What follows belongs to an exercise in optimizing a design on an open flow for small area and a short achievable clock period; a production flow would make more cautious choices.
Function was checked by simulation only, so behaviour that the tests miss may differ from the original.
Power figures rest on the tool's default switching activity, not on a simulated workload.

## flow/design.v (module list and top-level ports; edited modules follow where they fit)
// module windlass_mac: 1253 lines
// module wm_fa: 4 lines
// module wm_fa1: 4 lines
// module wm_ha: 4 lines
// module wm_nand: 3 lines
// module wm_xnor: 3 lines
// module wm_xor: 3 lines
// module wm_inv: 3 lines
// module wm_gpa: 4 lines
// module wm_ga: 3 lines
// module wm_gpo: 4 lines
// module wm_go: 3 lines
module windlass_mac (
    input  wire        clk,
    input  wire        rst,
    input  wire        in_valid,
    input  wire        in_last,
    input  wire [31:0] in_a,
    input  wire [31:0] in_s,
    output reg         out_valid,
    output reg  [63:0] out_c
);
  // ...
==> flow/flow/run.sh <==
#!/bin/bash
# Layout flow: the standard synthesis, unchanged, then the standard ORFS
# steps (floorplan to finish) with different repair settings:
#   - up to and including CTS, timing repair aims at the setup margin in
#     flow/margin.txt, so that the resizer works the design towards a shorter
#     period than the clock's; after CTS (global route onwards) it aims at the
#     margin in flow/margin_route.txt;
#   - extra make variables from flow/args.txt, one per line (resizer and
#     port-buffer options).
# The clock, the SDC and the design are the standard flow's. Each step's full output is
# in orfs/logs/ (ORFS's own logs) and in synth.log / cts.log / layout.log here.
set -uo pipefail
MARGIN=$(cat flow/margin.txt)
MARGIN_ROUTE=$(cat flow/margin_route.txt)
mapfile -t EXTRA < flow/args.txt
bash standard.sh synth > synth.log 2>&1 || exit 1
bash standard.sh SETUP_SLACK_MARGIN=$MARGIN TNS_END_PERCENT=100 "${EXTRA[@]}" cts > cts.log 2>&1 || exit 1
bash standard.sh SETUP_SLACK_MARGIN=$MARGIN_ROUTE TNS_END_PERCENT=100 "${EXTRA[@]}" finish > layout.log 2>&1
==> flow/flow/args.txt <==
MATCH_CELL_FOOTPRINT=0
BUFFER_PORTS_ARGS=-buffer_cell sky130_fd_sc_hd__buf_2
==> flow/flow/margin.txt <==
7.4
==> flow/flow/margin_route.txt <==
0
==> flow/standard.sh <==
#!/bin/bash
# synth_recipe.tcl (not shown) runs the flow's synth.tcl, then flattens the netlist and writes it again
# the make line also repeats each setting of config.mk as NAME=value (left out here)
make -C /OpenROAD-flow-scripts/flow DESIGN_CONFIG=/design/flow/config.mk WORK_HOME=/design/flow/orfs CLKGATE_MAP_FILE= SYNTH_SCRIPT=/design/flow/synth_recipe.tcl "${@:-finish}"
==> flow/config.mk <==
export PLATFORM = sky130hd
export DESIGN_NAME = windlass_mac
export DESIGN_NICKNAME = windlass_mac
export VERILOG_FILES = /design/flow/design.v
export SDC_FILE = /design/flow/constraint.sdc
export NUM_CORES = 4
export LEC_CHECK = 0
export CAP_MARGIN = 20
export CORE_MARGIN = 2
export CORE_UTILIZATION = 40
export SLEW_MARGIN = 20
export SYNTH_HIERARCHICAL = 1
export SYNTH_MINIMUM_KEEP_SIZE = 0
==> flow/constraint.sdc <==
create_clock -name core_clock -period 11.0 [get_ports {clk}]
set_input_delay 2.2000 -clock core_clock [delete_from_list [all_inputs] [get_ports {clk}]]
set_output_delay 2.2000 -clock core_clock [all_outputs]
set_load 0.01 [all_outputs]
==> results.sh, run 1 <==
export IMPL_synthFlopType="dfxtp_1"
export IMPL_peakVddDrop_mv=0.155
export IMPL_routabilityCongestion=0.914
export IMPL_p_leak_nw=13.0
export IMPL_antenna_left=0
export IMPL_multi_input_area_mm2=0.0242
export IMPL_holdPathEnd="clr$_DFF_P_"
export IMPL_seq_cells=280
export IMPL_wl_met2_um=51000
export IMPL_inverters=79
export IMPL_yosysWarningCount=7
export IMPL_core_area_mm2=0.0802
export IMPL_grt_pass1_vias=24900
export IMPL_cts_tree="built"
export IMPL_h_tree_depth=2
export IMPL_power_leader="combinational logic"
export IMPL_power_density_mw_per_mm2=269
export IMPL_status="timing/DRC/antenna clean"
export IMPL_use_met3_pct=11.2
export IMPL_largest_register_ffs=64
export IMPL_clk_power_w=0.00142
export IMPL_utilization_pct=44.7
export IMPL_register_area_mm2=0.00572
export IMPL_end_kind="flop"
export IMPL_diodes=4
export IMPL_p_switching_w=0.00461
export IMPL_hold_slack_ns=0.420
export IMPL_drive_gt1_share_pct=24.4
export IMPL_largestRegisters="out_c x64, r0 x63, r1 x49"
export IMPL_synthTopCellsByCount="631 x xnor2_1, 482 x fa_1, 316 x a22oi_1"
export IMPL_fp_dieArea_mm2=0.0829
export IMPL_hpwl_um=66600
export IMPL_reg2reg_from="x2_r[10]$_DFF_P_"
export IMPL_clock_power_share_pct=14.8
export IMPL_post_place_ws_ns=6.96
export IMPL_r2r_slack_ns=7.29
export IMPL_synth_distinct_cells=30
export IMPL_timing_critical_path_cells="buf_16 -> a22oi_1 -> xnor2_1 -> fa_1 -> fa_1 -> fa_1 -> fa_1 -> fa_1"
export IMPL_ys_ff_latch=280
export IMPL_switching_share_pct=47.8
export IMPL_comb_power_w=0.00645
export IMPL_clk_latency_ns=0.59
export IMPL_globalRouteOverflowTotal=0
export IMPL_rr_worst_depth=8
==> run 2: changes to the inputs <==
--- a/flow/design.v
+++ b/flow/design.v
@@ -7,28 +7,35 @@
     input  wire [31:0] in_s,
     output reg         out_valid,
     output reg  [63:0] out_c
 );
     wire [32:0] se = {in_s, 1'b0};
     wire        tv = in_valid & ~rst;
     reg  [31:0] a_r;
     reg  [15:0] x1_r, x2_r, ng_r;
+    reg  [31:0] an_r;
+    reg  [15:0] x1n_r, x2n_r, ngn_r;
     reg         l0;
     integer j;
     always @(posedge clk) begin
         a_r <= in_a;
+        an_r <= ~in_a;
         l0  <= tv & in_last;
         for (j = 0; j < 16; j = j + 1) begin
             x1_r[j] <= tv & (se[2*j+1] ^ se[2*j]);
             x2_r[j] <= tv & ((se[2*j+2] & ~se[2*j+1] & ~se[2*j]) | (~se[2*j+2] & se[2*j+1] & se[2*j]));
             ng_r[j] <= tv & se[2*j+2];
+            x1n_r[j] <= ~(tv & (se[2*j+1] ^ se[2*j]));
+            x2n_r[j] <= ~(tv & ((se[2*j+2] & ~se[2*j+1] & ~se[2*j]) | (~se[2*j+2] & se[2*j+1] & se[2*j])));
+            ngn_r[j] <= ~(tv & se[2*j+2]);
         end
     end
     wire [33:0] ae = {a_r[31], a_r, 1'b0};   
+    wire [33:0] aen = {an_r[31], an_r, 1'b1};   
     wire [32:0] pp0;
     wire [32:0] pp1;
     wire [32:0] pp2;
     wire [32:0] pp3;
     wire [32:0] pp4;
     wire [32:0] pp5;
     wire [32:0] pp6;
     wire [32:0] pp7;
@@ -37,32 +44,96 @@
     wire [32:0] pp10;
     wire [32:0] pp11;
     wire [32:0] pp12;
     wire [32:0] pp13;
     wire [32:0] pp14;
     wire [32:0] pp15;
     genvar gi;
     generate for (gi = 0; gi < 33; gi = gi + 1) begin : g_pp
-        assign pp0[gi] = ((x1_r[0] & ae[gi+1]) | (x2_r[0] & ae[gi])) ^ ng_r[0];
-        assign pp1[gi] = ((x1_r[1] & ae[gi+1]) | (x2_r[1] & ae[gi])) ^ ng_r[1];
-        assign pp2[gi] = ((x1_r[2] & ae[gi+1]) | (x2_r[2] & ae[gi])) ^ ng_r[2];
-        assign pp3[gi] = ((x1_r[3] & ae[gi+1]) | (x2_r[3] & ae[gi])) ^ ng_r[3];
-        assign pp4[gi] = ((x1_r[4] & ae[gi+1]) | (x2_r[4] & ae[gi])) ^ ng_r[4];
-        assign pp5[gi] = ((x1_r[5] & ae[gi+1]) | (x2_r[5] & ae[gi])) ^ ng_r[5];
-        assign pp6[gi] = ((x1_r[6] & ae[gi+1]) | (x2_r[6] & ae[gi])) ^ ng_r[6];
-        assign pp7[gi] = ((x1_r[7] & ae[gi+1]) | (x2_r[7] & ae[gi])) ^ ng_r[7];
-        assign pp8[gi] = ((x1_r[8] & ae[gi+1]) | (x2_r[8] & ae[gi])) ^ ng_r[8];
-        assign pp9[gi] = ((x1_r[9] & ae[gi+1]) | (x2_r[9] & ae[gi])) ^ ng_r[9];
-        assign pp10[gi] = ((x1_r[10] & ae[gi+1]) | (x2_r[10] & ae[gi])) ^ ng_r[10];
-        assign pp11[gi] = ((x1_r[11] & ae[gi+1]) | (x2_r[11] & ae[gi])) ^ ng_r[11];
-        assign pp12[gi] = ((x1_r[12] & ae[gi+1]) | (x2_r[12] & ae[gi])) ^ ng_r[12];
-        assign pp13[gi] = ((x1_r[13] & ae[gi+1]) | (x2_r[13] & ae[gi])) ^ ng_r[13];
-        assign pp14[gi] = ((x1_r[14] & ae[gi+1]) | (x2_r[14] & ae[gi])) ^ ng_r[14];
-        assign pp15[gi] = ((x1_r[15] & ae[gi+1]) | (x2_r[15] & ae[gi])) ^ ng_r[15];
+        if (gi < 17) begin : lo0
+            assign pp0[gi] = ((x1_r[0] & ae[gi+1]) | (x2_r[0] & ae[gi])) ^ ng_r[0];
+        end else begin : hi0
+            assign pp0[gi] = ((~x1n_r[0] & ae[gi+1]) | (~x2n_r[0] & ae[gi])) ^ ~ngn_r[0];
+        end
+        if (gi < 17) begin : lo1
+            assign pp1[gi] = ((x1_r[1] & ae[gi+1]) | (x2_r[1] & ae[gi])) ^ ng_r[1];
+        end else begin : hi1
+            assign pp1[gi] = ((~x1n_r[1] & ae[gi+1]) | (~x2n_r[1] & ae[gi])) ^ ~ngn_r[1];
+        end
+        if (gi < 17) begin : lo2
+            assign pp2[gi] = ((x1_r[2] & ae[gi+1]) | (x2_r[2] & ae[gi])) ^ ng_r[2];
+        end else begin : hi2
+            assign pp2[gi] = ((~x1n_r[2] & ae[gi+1]) | (~x2n_r[2] & ae[gi])) ^ ~ngn_r[2];
+        end
+        if (gi < 17) begin : lo3
+            assign pp3[gi] = ((x1_r[3] & ae[gi+1]) | (x2_r[3] & ae[gi])) ^ ng_r[3];
+        end else begin : hi3
+            assign pp3[gi] = ((~x1n_r[3] & ae[gi+1]) | (~x2n_r[3] & ae[gi])) ^ ~ngn_r[3];
+        end
+        if (gi < 17) begin : lo4
+            assign pp4[gi] = ((x1_r[4] & ae[gi+1]) | (x2_r[4] & ae[gi])) ^ ng_r[4];
+        end else begin : hi4
+            assign pp4[gi] = ((~x1n_r[4] & ae[gi+1]) | (~x2n_r[4] & ae[gi])) ^ ~ngn_r[4];
+        end
+        if (gi < 17) begin : lo5
+            assign pp5[gi] = ((x1_r[5] & ae[gi+1]) | (x2_r[5] & ae[gi])) ^ ng_r[5];
+        end else begin : hi5
+            assign pp5[gi] = ((~x1n_r[5] & ae[gi+1]) | (~x2n_r[5] & ae[gi])) ^ ~ngn_r[5];
+        end
+        if (gi < 17) begin : lo6
+            assign pp6[gi] = ((x1_r[6] & ae[gi+1]) | (x2_r[6] & ae[gi])) ^ ng_r[6];
+        end else begin : hi6
+            assign pp6[gi] = ((~x1n_r[6] & ae[gi+1]) | (~x2n_r[6] & ae[gi])) ^ ~ngn_r[6];
+        end
+        if (gi < 17) begin : lo7
+            assign pp7[gi] = ((x1_r[7] & ae[gi+1]) | (x2_r[7] & ae[gi])) ^ ng_r[7];
+        end else begin : hi7
+            assign pp7[gi] = ((~x1n_r[7] & ae[gi+1]) | (~x2n_r[7] & ae[gi])) ^ ~ngn_r[7];
+        end
+        if (gi < 17) begin : lo8
+            assign pp8[gi] = ((x1_r[8] & ~aen[gi+1]) | (x2_r[8] & ~aen[gi])) ^ ng_r[8];
+        end else begin : hi8
+            assign pp8[gi] = ((~x1n_r[8] & ~aen[gi+1]) | (~x2n_r[8] & ~aen[gi])) ^ ~ngn_r[8];
+        end
+        if (gi < 17) begin : lo9
+            assign pp9[gi] = ((x1_r[9] & ~aen[gi+1]) | (x2_r[9] & ~aen[gi])) ^ ng_r[9];
+        end else begin : hi9
+            assign pp9[gi] = ((~x1n_r[9] & ~aen[gi+1]) | (~x2n_r[9] & ~aen[gi])) ^ ~ngn_r[9];
+        end
+        if (gi < 17) begin : lo10
+            assign pp10[gi] = ((x1_r[10] & ~aen[gi+1]) | (x2_r[10] & ~aen[gi])) ^ ng_r[10];
+        end else begin : hi10
+            assign pp10[gi] = ((~x1n_r[10] & ~aen[gi+1]) | (~x2n_r[10] & ~aen[gi])) ^ ~ngn_r[10];
+        end
+        if (gi < 17) begin : lo11
+            assign pp11[gi] = ((x1_r[11] & ~aen[gi+1]) | (x2_r[11] & ~aen[gi])) ^ ng_r[11];
+        end else begin : hi11
+            assign pp11[gi] = ((~x1n_r[11] & ~aen[gi+1]) | (~x2n_r[11] & ~aen[gi])) ^ ~ngn_r[11];
+        end
+        if (gi < 17) begin : lo12
+            assign pp12[gi] = ((x1_r[12] & ~aen[gi+1]) | (x2_r[12] & ~aen[gi])) ^ ng_r[12];
+        end else begin : hi12
+            assign pp12[gi] = ((~x1n_r[12] & ~aen[gi+1]) | (~x2n_r[12] & ~aen[gi])) ^ ~ngn_r[12];
+        end
+        if (gi < 17) begin : lo13
+            assign pp13[gi] = ((x1_r[13] & ~aen[gi+1]) | (x2_r[13] & ~aen[gi])) ^ ng_r[13];
+        end else begin : hi13
+            assign pp13[gi] = ((~x1n_r[13] & ~aen[gi+1]) | (~x2n_r[13] & ~aen[gi])) ^ ~ngn_r[13];
+        end
+        if (gi < 17) begin : lo14
+            assign pp14[gi] = ((x1_r[14] & ~aen[gi+1]) | (x2_r[14] & ~aen[gi])) ^ ng_r[14];
+        end else begin : hi14
+            assign pp14[gi] = ((~x1n_r[14] & ~aen[gi+1]) | (~x2n_r[14] & ~aen[gi])) ^ ~ngn_r[14];
+        end
+        if (gi < 17) begin : lo15
+            assign pp15[gi] = ((x1_r[15] & ~aen[gi+1]) | (x2_r[15] & ~aen[gi])) ^ ng_r[15];
+        end else begin : hi15
+            assign pp15[gi] = ((~x1n_r[15] & ~aen[gi+1]) | (~x2n_r[15] & ~aen[gi])) ^ ~ngn_r[15];
+        end
     end endgenerate
     wire t1, t2, t3, t4, t5, t6, t7, t8, t9, t10, t11, t12, t13, t14, t15, t16;
     wire t17, t18, t19, t20, t21, t22, t23, t24, t25, t26, t27, t28, t29, t30, t31, t32;
     wire t33, t34, t35, t36, t37, t38, t39, t40, t41, t42, t43, t44, t45, t46, t47, t48;
     wire t49, t50, t51, t52, t53, t54, t55, t56, t57, t58, t59, t60, t61, t62, t63, t64;
     wire t65, t66, t67, t68, t69, t70, t71, t72, t73, t74, t75, t76, t77, t78, t79, t80;
     wire t81, t82, t83, t84, t85, t86, t87, t88, t89, t90, t91, t92, t93, t94, t95, t96;
     wire t97, t98, t99, t100, t101, t102, t103, t104, t105, t106, t107, t108, t109, t110, t111, t112;
@@ -696,18 +767,18 @@
         r1[58] <= t695;
         r0[59] <= t804;
         r0[60] <= t805;
         r1[60] <= t549;
         r0[61] <= t697;
         r0[62] <= t698;
         r1[62] <= ~pp15[32];
     end
-    reg         clr, rst_d;
-    wire [63:0] accg = out_c & {64{~clr}};
+    reg         clr, clrn, rst_d;
+    wire [63:0] accg = out_c & {{32{clrn}}, {32{~clr}}};
     wm_fa u_t872 (.a(r0[7]), .b(r1[7]), .c(r2[7]), .s(t872), .co(t873));
     wm_ha u_t874 (.a(r0[8]), .b(r1[8]), .s(t874), .co(t875));
     wm_ha u_t876 (.a(r0[9]), .b(r1[9]), .s(t876), .co(t877));
     wm_ha u_t878 (.a(r0[10]), .b(r1[10]), .s(t878), .co(t879));
     wm_ha u_t880 (.a(r0[11]), .b(r1[11]), .s(t880), .co(t881));
     wm_ha u_t882 (.a(r0[12]), .b(r1[12]), .s(t882), .co(t883));
     wm_ha u_t884 (.a(r0[13]), .b(r1[13]), .s(t884), .co(t885));
     wm_ha u_t886 (.a(r0[14]), .b(r1[14]), .s(t886), .co(t887));
@@ -1244,16 +1315,17 @@
     wm_xor u_k395 (.a(k124), .b(k422), .y(k524));
     wm_xnor u_k396 (.a(k126), .b(k462), .y(k525));
     assign nxt = {k525, k524, k523, k522, k521, k520, k519, k518, k517, k516, k515, k514, k513, k512, k511, k510, k509, k508, k507, k506, k505, k504, k503, k502, k501, k500, k499, k498, k497, k496, k495, k494, k493, k492, k491, k490, k489, k488, k487, k486, k485, k484, k483, k482, k481, k480, k479, k478, k477, k476, k475, k474, k473, k472, k471, k470, k469, k468, k467, k466, k465, k464, k463, t960};
     always @(posedge clk) begin
         out_c     <= nxt;
         out_valid <= l1 & ~rst;
         rst_d     <= rst;
         clr       <= l1 | rst | rst_d;   
+        clrn      <= ~(l1 | rst | rst_d);
     end
 endmodule
 module wm_fa (input wire a, input wire b, input wire c, output wire s, output wire co);
     assign s  = a ^ b ^ c;
     assign co = (a & b) | (a & c) | (b & c);
 endmodule
 module wm_fa1 (input wire a, input wire b, output wire s, output wire co);
     assign s  = ~(a ^ b);   
==> flow/flow/margin.txt (replaced) <==
7.5
==> run 2 against run 1 <==
  * Via count shrank 2.6%
  * Still clean
  * Final cell count grew 4.3%
  * Count of clock-buffer cells in the layout grew 4
  * Sequential share of layout area grew 5.1 points
  * Highest routed layer unchanged
  * Setup slack gained 0.050 ns
  * Global-route usage shrank 5.2 points
  * Flip-flop and latch count grew 81
  * Design area grew 0.69%
==> results.sh, run 2 <==
export IMPL_status="timing/DRC/antenna clean"
export IMPL_synth_distinct_cells=32
export IMPL_ios=133
export IMPL_num_nets_final=3685
export IMPL_drc=0
export IMPL_cts_reportedPaths_clkPinSlew_ns=0.06
export IMPL_critPathMaxFanout=16
export IMPL_fin_crit_ns=3.66
export IMPL_globalRouteOverflowTotal=0
export IMPL_grt_antenna_before_repair=13
export IMPL_ys_ff_latch=361
export IMPL_totalWireLength_um=98700
export IMPL_critical_path_class="reg -> reg"
export IMPL_synth_top_area_share_pct=29.3
export IMPL_dp_cells=4046
export IMPL_slowest_delay_ns=0.63
export IMPL_wl_per_cell_um=23.6
export IMPL_finClkSkew_ns=0.0253
export IMPL_timing_critical_path_cells="a22oi_1 -> xnor2_1 -> fa_1 -> fa_1 -> fa_1 -> fa_1 -> fa_1"
export IMPL_largestRegisters="out_c x64, r0 x63, r1 x49"
export IMPL_regMostFlops="out_c"
export IMPL_largest_register_ffs=64
export IMPL_grt_pass1_wl_um=150000
export IMPL_finalHoldViolCount=0
export IMPL_synthFlopType="dfxtp_1"
export IMPL_crit_arrival_ns=4.11
export IMPL_cts_tree="built"
export IMPL_synthToLayoutAreaGrowth_pct=9.51
export IMPL_peakVddDrop_mv=0.162
export IMPL_antenna_left=0
export IMPL_mostFrequentLayoutCells="493 x xnor2_1, 405 x fa_1, 329 x o22ai_1, 215 x dfxtp_1, 184 x nand2_1"
export IMPL_syn_num_nets=3742
export IMPL_cts_root_buf="clkbuf_16"
export IMPL_grt_max_degree=64
export IMPL_clock_sinks=361
export IMPL_start_util_pct=40.3
export IMPL_yosysWarningCount=7
export IMPL_slowest_stage="dfxtp_2"
export IMPL_clk_latency_ns=0.60
export IMPL_drt_iter0_drc=2023
export IMPL_max_slew_margin_pct=50.8
export IMPL_synthTopCellsByCount="496 x xnor2_1, 482 x fa_1, 361 x dfxtp_1"
export IMPL_end_kind="flop"
export IMPL_fmax_mhz=273
export IMPL_finalCritPeriodShare_pct=33.3
export IMPL_worst_slew_pin_slew_ns=0.737
export IMPL_worst_endpoint_required_ns=11.45
export IMPL_firstDrtPassIters=6
export IMPL_ctsHoldBuffers=0
export IMPL_cpLargestDelayFamily="adder cells"
export IMPL_stdcell_area_mm2=0.0361
export IMPL_power_density_mw_per_mm2=272
export IMPL_netlist_instances=3132
export IMPL_crit_top_cell="fa_1"
export IMPL_hpwl_um=75000
export IMPL_drive_gt1_share_pct=24.3
export IMPL_p_total_w=0.00982
export IMPL_crit_buf_inv=0
export IMPL_p_leak_nw=14.2
export IMPL_critPathLaunchType="flop"
export IMPL_routabilityCongestion=0.956
export IMPL_vias=23200
export IMPL_seq_area_frac_synth_pct=21.9
export IMPL_slew_viol_final=0
export IMPL_cts_buffers=42
export IMPL_n_fill_cell=7659
export IMPL_rsz0062_at_grt="no"
export IMPL_die_h_um=291
export IMPL_clock_path_buffers=3
export IMPL_final_common_cell="xnor2_1"
export IMPL_synthTopCellsByArea="fa_1 29%, dfxtp_1 22%, xnor2_1 13%, o22ai_1 6.8%, xor2_1 4.6%"
export IMPL_io_buffers=132
export IMPL_synth_edf_count=0
export IMPL_routed_via_density=5.55
export IMPL_syn_area_per_cell_um2=10.5
export IMPL_setup_viol=0
export IMPL_grt_total_usage_pct=23.1
export IMPL_finalSetupTns_ns=0
export IMPL_fp_dieArea_mm2=0.0847
export IMPL_holdCritPathClass="reg -> reg"
export IMPL_yosysTopAreaCell="fa_1"
export IMPL_h_tree_depth=2
export IMPL_cap_viol_max_count=0
export IMPL_utilization_pct=44.1
export IMPL_fin_cells=4183
export IMPL_mappedNetlistArea_mm2=0.0330
export IMPL_place_area_mm2=0.0330
export IMPL_core_area_mm2=0.0818
export IMPL_grt_pass1_vias=24100
export IMPL_synth_most_common_cell="xnor2_1"
export IMPL_die_x_um=291
export IMPL_async_flop_share_pct=0
export IMPL_rows=105
## run 2: changes by cell type after synthesis, sizes merged, moves of 73 or more
cell / delta
a22oi: -368
o22ai: +368
xnor2: -135
xor2: +135
inv: +97
dfxtp: +81
clkbuf: +73
## run 2: worst paths after layout
kind,slack (ns),cells past startpoint,startpoint,endpoint
worst min-delay path,0.40,1,rst_d$_DFF_P_,clrn$_DFF_P_
worst max-delay path,7.34,7,x2_r[6]$_DFF_P_,r1[27]$_DFF_P_
worst min register to register,0.40,1,rst_d$_DFF_P_,clrn$_DFF_P_
worst max register to register,7.34,7,x2_r[6]$_DFF_P_,r1[27]$_DFF_P_
## run 2: modules after synthesis, one instance, submodules excluded
module	copies in the design	cells	area, um^2
wm_fa1	15	5	27.5
wm_gpo	72	2	12.5
wm_ha	45	1	12.5
wm_fa	482	1	20.0
wm_xnor	104	1	8.76
wm_xor	21	1	8.76
windlass_mac	1	2015	19000
wm_nand	62	1	3.75
wm_ga	20	1	8.76
wm_inv	19	1	3.75
wm_gpa	52	2	12.5
wm_go	41	1	5.00
## run 2: final cells by class
cell class	count	area [um^2]	area share, %
multi-input combinational	2295	23500	65.1
sequential	361	7600	21.1
timing repair buffer	197	1450	4.01
tap	1070	1340	3.71
clock buffer	49	1130	3.13
inverter	176	778	2.16
clock inverter	27	262	0.724
antenna	6	15.0	0.0416
timing repair inverter	2	12.5	0.0347
## run 2: timing repair
action                                  CTS  global route
endpoints found under the hold margin     0             0
setup buffers                            53             0
endpoints found under the setup margin   92             0
gates resized for setup                 375             0
## run 2: kinds of logic after synthesis
kind of cell | share of synthesized area [%]
DFF | 21.9
buffers and inverters | 8.15
AOI/OAI and AO/OA | 15.7
xor gates and xnor gates | 17.8
and+or+nand+nor | 4.94
adders and majority gates | 31.6
## run 2: stage by stage
step / hold WS, ns / setup slack, ns
6_report: 0.395 / 7.34
2_1_floorplan: 0.326 / 7.57
5_1_grt: 0.413 / 7.24
4_1_cts: 0.407 / 7.41
3_5_place_dp: 0.413 / 6.97
3_3_place_gp: 0.421 / 6.95
## run 2: worst reg2reg max path, delay by kind of cell, from the launching register on
| kind | cells | cell delay (ns) |
|---|---|---|
| adders and majority gates | 5 | 2.54 |
| DFF | 1 | 0.63 |
| xor gates and xnor gates | 1 | 0.19 |
| AOI/OAI and AO/OA | 1 | 0.18 |
## run 2: power breakdown
| group | total, W | internal, W | switching [W] |
|---|---|---|---|
| Clock | 0.00142 | 0.000801 | 0.000621 |
| Sequential | 0.00213 | 0.00179 | 0.000345 |
| Combinational | 0.00627 | 0.00265 | 0.00362 |
## run 2: per-layer routing
metal,vias up,global-route usage (%),part of all wire [%]
met5,-,0,0.093
met4,14,8.93,4.1
met3,219,5.66,10
met2,1268,35.8,45
met1,11500,31.1,41
li1,10200,-,-
==> run 3: changes to the inputs <==
==> flow/flow/margin.txt (replaced) <==
7.65
==> run 3 against run 2 <==
  * Utilization rose by 2.1 points
  * First-iteration DRC count rose by 14%
  * Largest cell class unchanged
  * Synthesized cell count did not move
  * Sequential share of layout area fell by 0.58 points
  * Maximum frequency rose by 0.20%
  * Setup slack improved by 0.0072 ns
==> results.sh, run 3 <==
export IMPL_register_area_mm2=0.00774
export IMPL_fmax_mhz=274
export IMPL_slew_viol_final=0
export IMPL_hold_slack_ns=0.409
export IMPL_min_delay_start="rst_d$_DFF_P_"
export IMPL_mappedNetlistArea_mm2=0.0330
export IMPL_rsz0062_at_grt="no"
export IMPL_setup_viol=0
export IMPL_worst_slew_pin_slew_ns=0.568
export IMPL_largestRegisters="out_c x64, r0 x63, r1 x49"
export IMPL_reg2reg_from="x2_r[14]$_DFF_P_"
export IMPL_synthFlopType="dfxtp_1"
export IMPL_async_flop_share_pct=0
export IMPL_syn_area_per_cell_um2=10.5
export IMPL_netlist_instances=3132
export IMPL_clock_sinks=361
export IMPL_final_common_cell="xnor2_1"
export IMPL_critPathMaxFanout=7
export IMPL_synth_most_common_cell="xnor2_1"
export IMPL_core_area_mm2=0.0818
export IMPL_finalSetupTns_ns=0
export IMPL_finalHoldViolCount=0
export IMPL_dp_cells=4045
export IMPL_num_nets_final=3761
export IMPL_synthTopCellsByCount="496 x xnor2_1, 482 x fa_1, 361 x dfxtp_1"
export IMPL_cts_tree="built"
export IMPL_holdPathStages=1
export IMPL_drive_gt1_share_pct=31.0
export IMPL_critPathLaunchType="flop"
export IMPL_die_h_um=291
export IMPL_routabilityCongestion=0.931
export IMPL_grt_pass1_vias=24500
export IMPL_rr_worst_depth=12
export IMPL_routed_via_density=5.53
export IMPL_synthTopCellsByArea="fa_1 29%, dfxtp_1 22%, xnor2_1 13%, o22ai_1 6.8%, xor2_1 4.6%"
export IMPL_synth_top_area_share_pct=29.3
export IMPL_cts_root_buf="clkbuf_16"
export IMPL_cts_buffers=43
export IMPL_firstDrtPassIters=5
export IMPL_drc=0
export IMPL_startpoint="x2_r[14]$_DFF_P_"
export IMPL_worst_endpoint_required_ns=11.43
export IMPL_multi_input_area_mm2=0.0242
export IMPL_power_density_mw_per_mm2=266
export IMPL_rows=105
export IMPL_regMostFlops="out_c"
export IMPL_hpwl_um=75000
export IMPL_h_tree_depth=2
export IMPL_drt_iter0_drc=2311
export IMPL_clk_latency_ns=0.59
export IMPL_finalCritPeriodShare_pct=33.2
export IMPL_peakVddDrop_mv=0.139
export IMPL_ios=133
export IMPL_die_x_um=291
export IMPL_vias=23600
export IMPL_globalRouteOverflowTotal=0
export IMPL_grt_antenna_before_repair=12
export IMPL_start_util_pct=40.3
export IMPL_antenna_left=0
export IMPL_p_leak_nw=14.8
export IMPL_fin_cells=4260
export IMPL_status="timing/DRC/antenna clean"
export IMPL_synth_edf_count=0
export IMPL_wl_per_cell_um=23.7
export IMPL_largest_register_ffs=64
export IMPL_max_slew_margin_pct=62.1
export IMPL_synth_distinct_cells=32
export IMPL_finClkSkew_ns=0.0402
export IMPL_yosysWarningCount=7
export IMPL_end_kind="flop"
export IMPL_mostFrequentLayoutCells="480 x xnor2_1, 324 x fa_1, 293 x o22ai_1, 197 x dfxtp_1, 184 x nand2_1"
export IMPL_synthToLayoutAreaGrowth_pct=14.7
export IMPL_clock_path_buffers=3
export IMPL_totalWireLength_um=101000
export IMPL_grt_total_usage_pct=23.7
export IMPL_holdCritPathClass="reg -> reg"
export IMPL_grt_pass1_wl_um=153000
export IMPL_yosysTopAreaCell="fa_1"
export IMPL_n_fill_cell=7485
export IMPL_crit_arrival_ns=4.09
export IMPL_syn_num_nets=3742
export IMPL_cts_reportedPaths_clkPinSlew_ns=0.06
export IMPL_critical_path_class="reg -> reg"
export IMPL_grt_max_degree=47
export IMPL_cap_viol_max_count=0
export IMPL_io_buffers=132
export IMPL_fp_dieArea_mm2=0.0847
export IMPL_fin_crit_ns=3.65
export IMPL_ys_ff_latch=361
export IMPL_seq_area_frac_synth_pct=21.9
-- run 3: path summary, 6_finish.rpt --
check	to	slack, ns
max	r1[34]$_DFF_P_	7.35
min	clrn$_DFF_P_	0.41
max reg2reg	r1[34]$_DFF_P_	7.35
min reg2reg	clrn$_DFF_P_	0.41
-- run 3: worst max-delay path, cell delays in order, from the launching register on --
cell	delay (ns)
dfxtp_1	0.35
clkinvlp_4	0.20
buf_4	0.21
clkbuf_16	0.15
o22ai_1	0.18
xor2_1	0.21
fa_2	0.46
inv_1	0.08
ha_1	0.16
inv_1	0.06
fa_1	0.45
fa_2	0.57
fa_1	0.40
-- run 3: area by class of cell --
| type | count | area share [%] |
|---|---|---|
| diodes | 6 | 0.0397 |
| repair buffers | 274 | 6.01 |
| clock buffers | 53 | 3.05 |
| clock inverters | 25 | 0.920 |
| well taps | 1070 | 3.54 |
| inverters | 176 | 2.06 |
| multi-input cells | 2295 | 63.9 |
| flip-flops and latches | 361 | 20.5 |
-- run 3: power by group --
part | internal, W | total (W) | switching (W)
sequential | 0.00179 | 0.00213 | 0.000345
combinational | 0.00273 | 0.00638 | 0.00365
clock | 0.000920 | 0.00153 | 0.000606
total | 0.00544 | 0.0100 | 0.00460
-- run 3: metal layers --
metal	GRT usage [%]	wire length (um)
met1	32.1	42100
met2	37.3	45700
met3	5.19	9400
met4	8.67	3910
met5	0	62
-- run 3: metrics by stage --
stage                     worst slack [ns]  power [W]  util [%]  area [um^2]
after floorplan                       7.64    0.00663         -        33200
after global placement                6.93    0.00820      40.4        33100
after detailed placement              6.93    0.00831      40.4        33100
after CTS                             7.44     0.0101      46.2        37800
after global routing                  7.28     0.0109      46.2        37800
final                                 7.35     0.0100      46.2        37800
-- run 3: logic make-up after synthesis --
logic type	count (synthesis)	share of synthesized area (%)
AO/OA/AOI/OAI	719	15.7
adder cells (fa/ha/maj)	542	31.6
AND/OR/NAND/NOR	366	4.94
flip-flops	361	21.9
XOR/XNOR	668	17.8
buffers and inverters	476	8.15
-- run 3: per-module statistics from Yosys (local to each module, per instance), a selection --
module | copies in the design | flip-flops and latches
wm_ha | 45 | 0
wm_go | 41 | 0
wm_fa | 482 | 0
wm_nand | 62 | 0
windlass_mac | 1 | 361
wm_gpa | 52 | 0
wm_inv | 19 | 0
-- run 3: what timing repair did --
action / 4_1_cts / 5_1_grt
setup endpoints to repair: 140 / 0
hold buffers: 0 / 0
gates resized for setup: 604 / 0
setup buffers: 129 / 0
==> run 4: changes to the inputs <==
==> flow/flow/margin.txt (replaced) <==
7.5
--- a/flow/config.mk
+++ b/flow/config.mk
@@ -7,7 +7,7 @@
 export LEC_CHECK = 0
 export CAP_MARGIN = 20
 export CORE_MARGIN = 2
-export CORE_UTILIZATION = 40
+export CORE_UTILIZATION = 55
 export SLEW_MARGIN = 20
 export SYNTH_HIERARCHICAL = 1
 export SYNTH_MINIMUM_KEEP_SIZE = 0
==> run 4 against run 3 <==
  * Final cell count shrank 8.8%
  * Highest routed layer is now met4
  * Clock power is essentially flat
  * Critical path depth shrank 2
  * Critical path type unchanged
  * Register-to-register slack is essentially flat
  * Non-clock buffer count shrank 75
==> results.sh, run 4 <==
export IMPL_cts_buffers=44
export IMPL_antenna_left=0
export IMPL_critPathLaunchType="flop"
export IMPL_synthTopCellsByCount="496 x xnor2_1, 482 x fa_1, 361 x dfxtp_1"
export IMPL_critPathMaxFanout=12
export IMPL_core_area_mm2=0.0591
export IMPL_fin_ws_ns=7.36
export IMPL_globalRouteOverflowTotal=0
export IMPL_ctsHoldBuffers=0
export IMPL_grt_antenna_before_repair=1
export IMPL_hold_slack_ns=0.409
export IMPL_async_flop_share_pct=0
export IMPL_cts_tree="built"
export IMPL_worst_endpoint_required_ns=11.46
export IMPL_power_density_mw_per_mm2=275
export IMPL_cts_root_buf="clkbuf_16"
export IMPL_clock_sinks=361
export IMPL_finalSetupTns_ns=0
export IMPL_largestRegisters="out_c x64, r0 x63, r1 x49"
export IMPL_seq_area_frac_synth_pct=21.9
export IMPL_num_nets_final=3688
export IMPL_ios=133
export IMPL_use_met3_pct=8.11
export IMPL_start_util_pct=55.7
export IMPL_cpLargestDelayFamily="adder cells"
export IMPL_mappedNetlistArea_mm2=0.0330
export IMPL_finClkSkew_ns=0.0238
export IMPL_cap_viol_max_count=0
export IMPL_fin_crit_ns=3.64
export IMPL_worst_slew_pin_slew_ns=0.728
export IMPL_finalCritPeriodShare_pct=33.1
export IMPL_dp_cells=3746
export IMPL_holdCritPathClass="reg -> reg"
export IMPL_synth_edf_count=0
export IMPL_rows=89
export IMPL_routabilityCongestion=0.962
export IMPL_die_x_um=249
export IMPL_syn_area_per_cell_um2=10.5
export IMPL_drt_iter0_drc=1993
export IMPL_slowest_stage="fa_1"
export IMPL_timing_critical_path_cells="clkinvlp_4 -> buf_12 -> buf_4 -> o22ai_2 -> xnor2_1 -> fa_1 -> fa_2 -> fa_2 -> fa_1 -> fa_1"
export IMPL_clock_path_buffers=3
export IMPL_synthTopCellsByArea="fa_1 29%, dfxtp_1 22%, xnor2_1 13%, o22ai_1 6.8%, xor2_1 4.6%"
export IMPL_drive_gt1_share_pct=24.9
export IMPL_cts_reportedPaths_clkPinSlew_ns=0.06
export IMPL_totalWireLength_um=99300
export IMPL_grt_total_usage_pct=32.4
export IMPL_top_usage_layer="met2"
export IMPL_synthToLayoutAreaGrowth_pct=9.18
export IMPL_firstDrtPassIters=5
export IMPL_crit_buf_inv=3
export IMPL_clk_latency_ns=0.59
export IMPL_end_kind="flop"
export IMPL_p_total_w=0.00990
export IMPL_slew_viol_final=0
export IMPL_crit_arrival_ns=4.10
export IMPL_fp_dieArea_mm2=0.0619
export IMPL_grt_max_degree=64
export IMPL_synth_most_common_cell="xnor2_1"
export IMPL_critical_path_class="reg -> reg"
export IMPL_grt_pass1_wl_um=154000
export IMPL_ys_ff_latch=361
export IMPL_hpwl_um=75100
export IMPL_slowest_delay_ns=0.69
export IMPL_grt_pass1_vias=25000
export IMPL_yosysWarningCount=7
export IMPL_synth_distinct_cells=32
export IMPL_synth_top_area_share_pct=29.3
export IMPL_vias=23600
export IMPL_fin_cells=3884
export IMPL_peakVddDrop_mv=0.183
export IMPL_largest_register_ffs=64
export IMPL_yosysTopAreaCell="fa_1"
export IMPL_fmax_mhz=275
export IMPL_setup_viol=0
export IMPL_syn_num_nets=3742
export IMPL_final_common_cell="xnor2_1"
export IMPL_crit_top_cell="fa_1"
export IMPL_io_buffers=132
export IMPL_max_slew_margin_pct=51.5
export IMPL_rsz0062_at_grt="no"
export IMPL_synthFlopType="dfxtp_1"
export IMPL_finalHoldViolCount=0
export IMPL_routed_via_density=6.07
export IMPL_post_place_ws_ns=6.89
export IMPL_drc=0
export IMPL_mostFrequentLayoutCells="487 x xnor2_1, 386 x fa_1, 326 x o22ai_1, 217 x dfxtp_1, 184 x nand2_1"
export IMPL_met2_usage_pct=49.1
export IMPL_netlist_instances=3132
export IMPL_h_tree_depth=2
export IMPL_wl_per_cell_um=25.6
export IMPL_met1_usage_pct=45.6
export IMPL_regMostFlops="out_c"
export IMPL_p_leak_nw=14.3
export IMPL_die_h_um=249
export IMPL_status="timing/DRC/antenna clean"
==> run 4: cell counts after synthesis <==
No cell type changed its count.
==> run 4: layout make-up <==
type	count	area [um^2]
tap	773	967
sequential	361	7650
antenna	1	2.50
timing repair inverter	1	5.00
timing repair buffer	199	1460
clock inverter	16	229
multi-input combinational	2295	23600
inverter	176	778
fill	4900	23100
clock buffer	62	1280
==> run 4: through the flow <==
stage	util (%)	cell area, um^2
after floorplan	-	33000
after global placement	55.2	32600
after detailed placement	55.2	32600
after CTS	60.8	36000
after global routing	60.8	36000
final	60.9	36000
==> run 4: kinds of logic after synthesis <==
family | Yosys count | synth area share [%]
AND/OR/NAND/NOR | 366 | 4.94
buffers and inverters | 476 | 8.15
adder cells (fa/ha/maj) | 542 | 31.6
flip-flops | 361 | 21.9
AO/OA/AOI/OAI | 719 | 15.7
XOR/XNOR | 668 | 17.8
==> run 4: path summary, 6_finish.rpt <==
| check | start | slack (ns) | cells after the start | to |
|---|---|---|---|---|
| worst max-delay path | a_r[26]$_DFF_P_ | 7.36 | 10 | r1[31]$_DFF_P_ |
| worst min-delay path | rst_d$_DFF_P_ | 0.41 | 1 | clrn$_DFF_P_ |
| worst max register to register | a_r[26]$_DFF_P_ | 7.36 | 10 | r1[31]$_DFF_P_ |
| worst min register to register | rst_d$_DFF_P_ | 0.41 | 1 | clrn$_DFF_P_ |
==> run 4: Yosys stat by module, one instance, submodules excluded, a selection <==
module / cells / area (um^2)
wm_gpa: 2 / 12.5
wm_gpo: 2 / 12.5
wm_ga: 1 / 8.76
wm_go: 1 / 5.00
wm_fa1: 5 / 27.5
wm_fa: 1 / 20.0
wm_xnor: 1 / 8.76
wm_inv: 1 / 3.75
==> run 4: power breakdown <==
group / internal (W) / total, W / switching [W]
clock: 0.000929 / 0.00153 / 0.000601
sequential: 0.00179 / 0.00218 / 0.000391
combinational: 0.00264 / 0.00619 / 0.00355
==> run 4: worst register-to-register path, delay by kind of cell (launching register included) <==
kind            cells  cell delay [ns]
fa+ha+maj           5             2.55
xor+xnor            1             0.12
flops               1             0.33
compound gates      1             0.14
buf+inv             3             0.39
==> run 4: metal layers <==
layer,routed length (um),part of all wire (%)
met5,0,0
met4,3320,3.3
met3,10200,10
met2,43800,44
met1,42000,42
==> run 4: timing repair <==
item,in CTS,in global routing
setup endpoints to repair,81,0
gates resized for setup,413,0
buffers inserted,58,0
==> run 5: changes to the inputs <==
==> flow/flow/run.sh (replaced) <==
#!/bin/bash
# Layout flow: the standard synthesis, unchanged, then the standard ORFS
# steps (floorplan to finish) with different repair settings:
#   - timing repair aims at the setup margin in flow/margin.txt, so that the
#     resizer works the design towards a shorter period than the clock's;
#   - extra make variables from flow/args.txt, one per line (resizer and port-buffer
#     options).
# The clock, the SDC and the design are the standard flow's. Each step's full output is
# in orfs/logs/ (ORFS's own logs) and in synth.log / layout.log here.
set -uo pipefail
MARGIN=$(cat flow/margin.txt)
mapfile -t EXTRA < flow/args.txt
bash standard.sh synth > synth.log 2>&1 || exit 1
bash standard.sh SETUP_SLACK_MARGIN=$MARGIN TNS_END_PERCENT=100 "${EXTRA[@]}" finish > layout.log 2>&1
--- a/flow/config.mk
+++ b/flow/config.mk
@@ -7,7 +7,7 @@
 export LEC_CHECK = 0
 export CAP_MARGIN = 20
 export CORE_MARGIN = 2
-export CORE_UTILIZATION = 55
+export CORE_UTILIZATION = 40
 export SLEW_MARGIN = 20
 export SYNTH_HIERARCHICAL = 1
 export SYNTH_MINIMUM_KEEP_SIZE = 0
removed: flow/flow/margin_route.txt
==> run 5 against run 4 <==
  * Critical endpoint is now r1[27]$_DFF_P_
  * Clock skew grew 0.0058 ns
  * Register-to-register slack improved by 0.06 ns
  * Combinational power grew 3.7%
  * Final cell count is 10% higher
  * Hold slack got worse by 0.012 ns
  * Sequential power decreased by 3%
  * Via count up 1.2%
  * Area after synthesis is the same
  * Largest power group unchanged
  * Clock power shrank 7%
  * Count of clock-buffer cells in the layout is 13 lower
  * Sequential share of layout area fell by 1.1 points
==> results.sh, run 5 <==
export IMPL_slew_viol_final=0
export IMPL_synth_top_area_share_pct=29.3
export IMPL_holdPathEnd="clrn$_DFF_P_"
export IMPL_finClkSkew_ns=0.0297
export IMPL_hpwl_um=75000
export IMPL_num_nets_final=3792
export IMPL_p_comb_share_pct=64.4
export IMPL_finalCritPeriodShare_pct=32.5
export IMPL_final_common_cell="xnor2_1"
export IMPL_use_met3_pct=5.66
export IMPL_r2r_slack_ns=7.42
export IMPL_async_flop_share_pct=0
export IMPL_status="timing/DRC/antenna clean"
export IMPL_synth_edf_count=0
export IMPL_globalRouteOverflowTotal=0
export IMPL_cts_tree="built"
export IMPL_firstDrtPassIters=6
export IMPL_grt_max_degree=64
export IMPL_finalHoldViolCount=0
export IMPL_ys_ff_latch=361
export IMPL_cts_buffers=42
export IMPL_largestRegisters="out_c x64, r0 x63, r1 x49"
export IMPL_grt_pass1_wl_um=150000
export IMPL_power_density_mw_per_mm2=260
export IMPL_start_util_pct=40.3
export IMPL_rr_worst_depth=7
export IMPL_critical_path_class="reg -> reg"
export IMPL_end_kind="flop"
export IMPL_core_area_mm2=0.0818
export IMPL_antenna_left=0
export IMPL_fp_dieArea_mm2=0.0847
export IMPL_clock_sinks=361
export IMPL_yosysTopAreaCell="fa_1"
export IMPL_internal_power_w=0.00532
export IMPL_p_switching_w=0.00464
export IMPL_min_delay_start="rst_d$_DFF_P_"
export IMPL_clock_path_buffers=3
export IMPL_dp_cells=4046
export IMPL_clk_latency_ns=0.60
export IMPL_finalSetupTns_ns=0
export IMPL_cap_viol_max_count=0
export IMPL_reg2reg_from="an_r[11]$_DFF_P_"
export IMPL_mostFrequentLayoutCells="468 x xnor2_1, 319 x fa_1, 256 x o22ai_1, 213 x dfxtp_1, 184 x nand2_1"
export IMPL_fmax_mhz=279
export IMPL_rsz0062_at_grt="yes"
export IMPL_fin_crit_ns=3.58
export IMPL_drt_iter0_drc=2132
export IMPL_routed_via_density=5.56
export IMPL_cts_root_buf="clkbuf_16"
export IMPL_holdCritPathClass="reg -> reg"
export IMPL_n_fill_cell=7411
export IMPL_totalWireLength_um=102000
export IMPL_netlist_instances=3132
export IMPL_h_tree_depth=2
export IMPL_synth_distinct_cells=32
export IMPL_top_usage_layer="met2"
export IMPL_synthToLayoutAreaGrowth_pct=16.1
export IMPL_syn_num_nets=3742
export IMPL_rows=105
export IMPL_fin_cells=4290
export IMPL_grt_total_usage_pct=23.1
export IMPL_regMostFlops="out_c"
export IMPL_drive_gt1_share_pct=33.2
export IMPL_synthTopCellsByCount="496 x xnor2_1, 482 x fa_1, 361 x dfxtp_1"
export IMPL_max_slew_margin_pct=53.0
export IMPL_synthFlopType="dfxtp_1"
export IMPL_holdPathStages=1
export IMPL_routabilityCongestion=0.956
export IMPL_critPathLaunchType="flop"
export IMPL_synthTopCellsByArea="fa_1 29%, dfxtp_1 22%, xnor2_1 13%, o22ai_1 6.8%, xor2_1 4.6%"
export IMPL_pwr_share_seq_pct=21.3
export IMPL_worst_r2r_endpoint="r1[27]$_DFF_P_"
export IMPL_setup_viol=0
export IMPL_ios=133
export IMPL_met2_usage_pct=35.8
export IMPL_die_x_um=291
export IMPL_worst_slew_pin_slew_ns=0.704
export IMPL_syn_area_per_cell_um2=10.5
export IMPL_grt_antenna_before_repair=12
export IMPL_seq_area_frac_synth_pct=21.9
export IMPL_critPathMaxFanout=16
export IMPL_mappedNetlistArea_mm2=0.0330
export IMPL_vias=23900
export IMPL_peakVddDrop_mv=0.162
export IMPL_p_leak_nw=15.0
export IMPL_largest_register_ffs=64
export IMPL_worst_endpoint_required_ns=11.45
export IMPL_die_h_um=291
export IMPL_grt_pass1_vias=24100
export IMPL_met1_usage_pct=31.1
export IMPL_switching_share_pct=46.6
export IMPL_yosysWarningCount=7
export IMPL_io_buffers=132
export IMPL_crit_arrival_ns=4.03
export IMPL_synth_most_common_cell="xnor2_1"
export IMPL_wl_per_cell_um=23.8
export IMPL_cts_reportedPaths_clkPinSlew_ns=0.06
export IMPL_clock_power_share_pct=14.3
export IMPL_drc=0
-- run 5: critical path, stage by stage (launching register included) --
cell and delay (ns):
dfxtp_2 0.61, o22ai_2 0.17, xor2_2 0.20, fa_1 0.47
fa_1 0.57, fa_1 0.46, fa_1 0.54, fa_1 0.42
-- run 5: layout make-up --
type	instances	area (um^2)	area share [%]
Timing Repair Buffer	304	2430	6.36
Antenna cell	6	15.0	0.0392
Tap cell	1070	1340	3.50
Clock inverter	27	262	0.683
Inverter	176	778	2.03
Sequential cell	361	7700	20.1
Multi-Input combinational cell	2295	24600	64.3
Clock buffer	49	1130	2.95
Timing Repair inverter	2	15.0	0.0392
-- run 5: kinds of logic (layout without fill, tap and decap cells) --
logic type               count (synthesis)  after routing  synth area share [%]
flip-flops                             361            361                  21.9
buffers and inverters                  476            558                  8.15
other                                    0              6                     0
XOR/XNOR                               668            668                  17.8
AND/OR/NAND/NOR                        366            366                  4.94
AO/OA/AOI/OAI                          719            719                  15.7
adder cells (fa/ha/maj)                542            542                  31.6
-- run 5: worst max path at each step --
stage	slack (ns)	to	start	depth (start not counted)
floorplan	7.57	r1[27]$_DFF_P_	a_r[21]$_DFF_P_	9
global placement	6.95	r1[27]$_DFF_P_	ng_r[12]$_DFF_P_	6
detailed placement	6.97	r1[27]$_DFF_P_	ng_r[7]$_DFF_P_	6
CTS	7.41	r1[27]$_DFF_P_	x2_r[10]$_DFF_P_	9
global route	7.36	r1[37]$_DFF_P_	a_r[27]$_DFF_P_	9
finish	7.42	r1[27]$_DFF_P_	an_r[11]$_DFF_P_	7
-- run 5: Yosys stat by module, one instance, submodules excluded --
module	copies in the design	area, um^2	flops+latches
windlass_mac	1	19000	361
wm_fa	482	20.0	0
wm_fa1	15	27.5	0
wm_ga	20	8.76	0
wm_go	41	5.00	0
wm_gpa	52	12.5	0
wm_gpo	72	12.5	0
wm_ha	45	12.5	0
wm_inv	19	3.75	0
wm_nand	62	3.75	0
wm_xnor	104	8.76	0
wm_xor	21	8.76	0
-- run 5: timing repair --
action | in CTS | in global routing
hold buffers | 0 | 0
setup endpoints to repair | 92 | 76
gates resized for setup | 375 | 282
pin swaps | 108 | 144
gates cloned | 2 | 0
setup buffers | 53 | 107
-- run 5: routing by layer --
| layer | vias up | wire [um] | share of wire, % |
|---|---|---|---|
| li1 | 10400 | - | - |
| met1 | 11800 | 41100 | 40 |
| met2 | 1318 | 45700 | 45 |
| met3 | 239 | 11000 | 11 |
| met4 | 14 | 4230 | 4.1 |
| met5 | - | 92 | 0.090 |
-- run 5: power groups by stage --
stage	sequential (W)	combinational, W	clock, W
final	0.00212	0.00642	0.00142
after global placement	0.00216	0.00606	0
after CTS	0.00214	0.00628	0.00146
after global routing	0.00216	0.00711	0.00150
after floorplan	0.00200	0.00461	0
after detailed placement	0.00216	0.00615	0
-- run 5: stage by stage --
stage | util [%] | instance area, um^2 | total power [W] | hold slack, ns | setup slack [ns]
after floorplan | - | 33000 | 0.00661 | 0.326 | 7.57
after global placement | 40.4 | 33000 | 0.00822 | 0.421 | 6.95
after detailed placement | 40.4 | 33000 | 0.00831 | 0.413 | 6.97
after CTS | 44.1 | 36100 | 0.00987 | 0.407 | 7.41
after global routing | 46.8 | 38300 | 0.0108 | 0.412 | 7.36
final | 46.8 | 38300 | 0.00996 | 0.397 | 7.42

## static timing again, ports no longer ideal
The results above use ideal ports. As a check the final layouts listed here were re-extracted and re-timed, cells and wires unchanged.
Step 1, drivers: a clkbuf_16 drives clk and a buf_2 each remaining input, both assumed.
Step 2, shift: input delay + t, output delay - t, t = (earliest + latest rising clock arrival at the registers) / 2. This alone moves slack from input paths to output paths.
Three values: ideal, step 1, step 2; two values: the first two.
run | shift t [ns] | slack for setup (ns) | worst register clock-pin slew, ns | pins driven straight from the clock port
run 1 | 0.640 | 7.290 / 7.290 / 7.290 | 0.06 / 0.06 | 1
run 2 | 0.651 | 7.339 / 7.339 / 7.339 | 0.07 / 0.07 | 1
run 3 | 0.637 | 7.347 / 7.347 / 7.113 | 0.07 / 0.07 | 1
run 4 | 0.642 | 7.358 / 7.358 / 7.335 | 0.07 / 0.07 | 1
run 5 | 0.650 | 7.421 / 7.421 / 7.373 | 0.07 / 0.07 | 1
After both steps every run listed still meets setup and hold. For run 3, which loses most, drivers alone change the setup slack by 0.000 ns; drivers and shift together by -0.234 ns.
